Context: an optimization exercise on an open-source flow, tuned for small area, a short achievable clock period and few clock cycles per item. The choices shown serve that exercise and are no tape-out recipe.
At most, simulation tests tie the RTL to the original design; equivalence was not proved.
Power and IR drop assume default switching activity.

==> inputs of run Z <==
==> flow/design.v (excerpt) <==
module bq_cascade (
    input             clk,
    input             rst,
    input             cfg_we,
    input      [2:0]  cfg_sec,
    input      [2:0]  cfg_idx,
    input      [35:0] cfg_data,
    input             in_valid,
    output reg        in_ready,
    input      [35:0] in_data,
    output reg        out_valid,
    output reg [35:0] out_data,
    output reg        out_sat
);
clock: 16.0 ns
lec_check: 0
cap_margin: 20
core_margin: 2
core_utilization: 45
slew_margin: 20
standard.sh (not shown) runs the stock make flow with config.mk's settings and CLKGATE_MAP_FILE= SYNTH_SCRIPT=/design/flow/synth_recipe.tcl, a recipe that flattens the netlist after the stock synthesis.
==> flow/flow/run.sh <==
#!/bin/bash
# Layout flow: the standard synthesis, then a clean-up of the full adders' polarity
# (flow/fapol.py: flips full adders so that the inverters Yosys left between them go away;
# registers and ports are untouched), then the standard ORFS flow from floorplan on, with
# - its timing repair aimed at a period below the clock's (SETUP_SLACK_MARGIN),
# - plain buffers (buf_4) rather than delay cells on the ports,
# - after placement, the flip-flops that drive output ports moved next to their port buffers
#   (flow/iomove_run.tcl), then legalized.
set -euo pipefail
R=orfs/results/${FLOW_PLATFORM}/bq_cascade/base
MARGIN=${MARGIN:-11.3}
ARGS=(SETUP_SLACK_MARGIN=$MARGIN "BUFFER_PORTS_ARGS=-buffer_cell sky130_fd_sc_hd__buf_4")
bash standard.sh synth > synth.log 2>&1
cp "$R/1_2_yosys.v" "$R/1_2_yosys_std.v"
python3 flow/fapol.py "$R/1_2_yosys_std.v" "$R/1_2_yosys.v" > fapol.log 2>&1
rm -f "$R/1_synth.odb"
bash standard.sh "${ARGS[@]}" place > place.log 2>&1
IOMOVE_ODB="$R/3_place.odb" openroad -no_init -exit flow/iomove_run.tcl > iomove.log 2>&1
bash standard.sh "${ARGS[@]}" finish > finish.log 2>&1
==> flow/flow/iomove.tcl <==
# Move each flip-flop that drives an output port (through the port's buffer) next to that buffer.
# Usage inside openroad after loading a placed design; then legalize with detailed_placement.
proc iomove_outputs {} {
  set block [ord::get_db_block]
  set moved 0
  foreach bterm [$block getBTerms] {
    if {[$bterm getIoType] ne "OUTPUT"} { continue }
    set net [$bterm getNet]
    if {$net eq "NULL"} { continue }
    # the port buffer drives the port net
    set buf ""
    foreach it [$net getITerms] {
      if {[$it isOutputSignal]} { set buf [$it getInst] }
    }
    if {$buf eq ""} { continue }
    # its input net's driver
    set ff ""
    foreach it [$buf getITerms] {
      if {[$it isInputSignal]} {
        set in_net [$it getNet]
        if {$in_net eq "NULL"} { continue }
        foreach it2 [$in_net getITerms] {
          if {[$it2 isOutputSignal]} { set ff [$it2 getInst] }
        }
      }
    }
    if {$ff eq ""} { continue }
    if {![[$ff getMaster] isSequential]} { continue }
    # only when the flop drives nothing else
    set single 1
    foreach it [$ff getITerms] {
      if {[$it isOutputSignal] && [$it getNet] ne "NULL"} {
        if {[llength [[$it getNet] getITerms]] > 2} { set single 0 }
      }
    }
    if {!$single} { continue }
    set loc [$buf getLocation]
    $ff setLocation [lindex $loc 0] [lindex $loc 1]
    incr moved
  }
  puts "iomove: moved $moved output flip-flops next to their port buffers"
}
==> flow/flow/iomove_run.tcl <==
# Called by flow/run.sh between ORFS's placement and clock tree steps: moves the flip-flops that
# drive output ports next to those ports' buffers, legalizes, and writes the placement back.
set odb $::env(IOMOVE_ODB)
read_db $odb
source [file join [file dirname [info script]] iomove.tcl]
iomove_outputs
detailed_placement
check_placement -verbose
write_db $odb
Other scripts of this flow, unchanged in this note and not shown: flow/flow/fapol.py
==> run M (differences from run Z) <==
--- a/flow/design.v
+++ b/flow/design.v
@@ -21,15 +21,13 @@
     reg  [35:0] cw_data;
     reg  [35:0] cap;             
     reg         capv;            
     reg  [35:0] h1, h2;          
     reg         hf1, hf2;        
     wire [1:0] ph_n = ph + 2'd1;
-    wire [2:0] st_d = (st != 3'd0) ? st - 3'd1 : 3'd0;
-    wire [2:0] st_w = ~cfg_we ? 3'd0 : (cfg_sec == 3'd0) ? 3'd4 : (cfg_sec == 3'd1) ? 3'd1 : 3'd0;
-    wire [2:0] st_n = rst ? 3'd3 : (st_w > st_d) ? st_w : st_d;
+    wire [2:0] st_n = rst ? 3'd3 : cfg_we ? 3'd4 : (st != 3'd0) ? st - 3'd1 : 3'd0;
     wire       hf1m = capv | hf1;               
     always @(posedge clk) begin
         ph       <= rst ? 2'd0 : ph_n;
         st       <= st_n;
         in_ready <= ~rst & (ph_n == 2'd2) & (st_n == 3'd0);
         cw_we    <= cfg_we & ~rst & (cfg_idx < 3'd5);
@@ -285,15 +283,15 @@
         hf2_0_1 <= ~rst & hf2_0_0;
         hy1_0_2 <= hy1_0_1;
         hy2_0_2 <= hy2_0_1;
         hu_0_2  <= hu_0_1;
         hf1_0_2 <= ~rst & hf1_0_1;
         hf2_0_2 <= ~rst & hf2_0_1;
-        hy1_0_3 <= r3v0 ? y0 : hy1_0_2;
-        hy2_0_3 <= r3v0 ? hy1_0_2 : hy2_0_2;
-        hu_0_3  <= r3v0 ? un0 : hu_0_2;
+        hy1_0_3 <= wb0 ? y0 : hy1_0_2;
+        hy2_0_3 <= wb0 ? hy1_0_2 : hy2_0_2;
+        hu_0_3  <= wb0 ? un0 : hu_0_2;
         hf1_0_3 <= hf1n_0;
         hf2_0_3 <= ~rst & (wb0 ? hf1_0_2 : hf2_0_2);
     end
     reg  [35:0] rx1;         
     reg         rxv1, rxs1;   
     reg  [73:0] qa1_0, qa1_1, qb1_0, qb1_1, qc1_0, qc1_1, z1_0, z1_1, r21_0, r21_1;
@@ -395,24 +393,24 @@
         hf2_1_1 <= ~rst & hf2_1_0;
         hy1_1_2 <= hy1_1_1;
         hy2_1_2 <= hy2_1_1;
         hu_1_2  <= hu_1_1;
         hf1_1_2 <= ~rst & hf1_1_1;
         hf2_1_2 <= ~rst & hf2_1_1;
-        hy1_1_3 <= r3v1 ? y1 : hy1_1_2;
-        hy2_1_3 <= r3v1 ? hy1_1_2 : hy2_1_2;
-        hu_1_3  <= r3v1 ? un1 : hu_1_2;
+        hy1_1_3 <= wb1 ? y1 : hy1_1_2;
+        hy2_1_3 <= wb1 ? hy1_1_2 : hy2_1_2;
+        hu_1_3  <= wb1 ? un1 : hu_1_2;
         hf1_1_3 <= hf1n_1;
         hf2_1_3 <= ~rst & (wb1 ? hf1_1_2 : hf2_1_2);
     end
     wire last = (ph == 2'd3);
     always @(posedge clk) begin
-        rx0  <= last ? (capv ? cap : h1) : (r3v0 ? y0 : hy1_0_2);
+        rx0  <= last ? (capv ? cap : h1) : (wb0 ? y0 : hy1_0_2);
         rxv0 <= ~rst & (last ? capv : wb0);
         rxs0 <= last ? 1'b0 : ys0;
-        rx1  <= last ? (r3v0 ? y0 : hy1_0_2) : (r3v1 ? y1 : hy1_1_2);
+        rx1  <= last ? (wb0 ? y0 : hy1_0_2) : (wb1 ? y1 : hy1_1_2);
         rxv1 <= ~rst & (last ? wb0 : wb1);
         rxs1 <= last ? ys0 : ys1;
         out_data  <= y1;
         out_sat   <= ys1;
         out_valid <= last & wb1;
     end
==> flow/flow/run.sh (replaced) <==
#!/bin/bash
# Layout flow: the standard synthesis, then a clean-up of the full adders' polarity
# (flow/fapol.py: flips full adders so that the inverters Yosys left between them go away;
# registers and ports are untouched), then the standard ORFS flow from floorplan on, with
# its timing repair aimed at a period below the clock's (SETUP_SLACK_MARGIN).
set -euo pipefail
R=orfs/results/${FLOW_PLATFORM}/bq_cascade/base
MARGIN=${MARGIN:-11}
bash standard.sh synth > synth.log 2>&1
cp "$R/1_2_yosys.v" "$R/1_2_yosys_std.v"
python3 flow/fapol.py "$R/1_2_yosys_std.v" "$R/1_2_yosys.v" > fapol.log 2>&1
rm -f "$R/1_synth.odb"
bash standard.sh SETUP_SLACK_MARGIN=$MARGIN finish > finish.log 2>&1
==> flow/config.mk (replaced) <==
export PLATFORM = sky130hd
export DESIGN_NAME = bq_cascade
export DESIGN_NICKNAME = bq_cascade
export VERILOG_FILES = /design/flow/design.v
export SDC_FILE = /design/flow/constraint.sdc
export NUM_CORES = 8
export LEC_CHECK = 0
export CAP_MARGIN = 20
export CORE_MARGIN = 2
export CORE_UTILIZATION = 30
export SLEW_MARGIN = 20
removed: flow/flow/iomove.tcl
removed: flow/flow/iomove_run.tcl
==> comparison <==
- Run Z went through all stages and came out clean. Run M completed without violations.
- In sequential cell count, run Z and run M do not differ.
- Of run M and run Z, run Z has the higher register-to-register slack (gap 280 ps).
- Against run Z, the worst hold slack of run M is worse by 2.7 ps.
- Of run M and run Z, run M has the higher die area (gap 50%, measured against run Z).
- Between run Z and run M, the lower setup slack is in run M (gap 280 ps).
- In run M the wire length is smaller than in run Z, by about 1.5%.
- Clock power is about the same in run M and run Z.
- Sequential share of layout area: run M is lower than run Z (0.20 points).
Testbench counts of run Z, summed over its fixed seeds: cycles 8,376, items 2,048.
The RTL of run M was laid out without a check of its function.

==> separate check: timing with driven ports <==
No port has a modelled driver above. Below, the same layouts with a new extraction and two added sets of constraints. Step 1, drivers: a clkbuf_16 drives clk and a buf_2 each remaining input, both assumed. Step 2, shift: input delay + t, output delay - t, t = (earliest + latest rising clock arrival at the registers) / 2. This alone moves slack from input paths to output paths. a / b / c = no drivers / after step 1 / after step 2; a / b = the first two.
| run | t, ns | setup slack, ns | hold WS [ns] | clock arrival spread, ns |
|---|---|---|---|---|
| run Z | 1.245 | 11.232 / 11.082 / 11.016 | 0.271 / 0.271 / 0.271 | 0.175 / 0.175 |
| run M | 1.315 | 10.954 / 10.818 / 9.772 | 0.268 / 0.268 / 0.268 | 0.122 / 0.122 |
After both steps every run listed still meets setup and hold. For run M, which loses most, drivers alone change the setup slack by -0.136 ns; drivers and shift together by -1.182 ns.
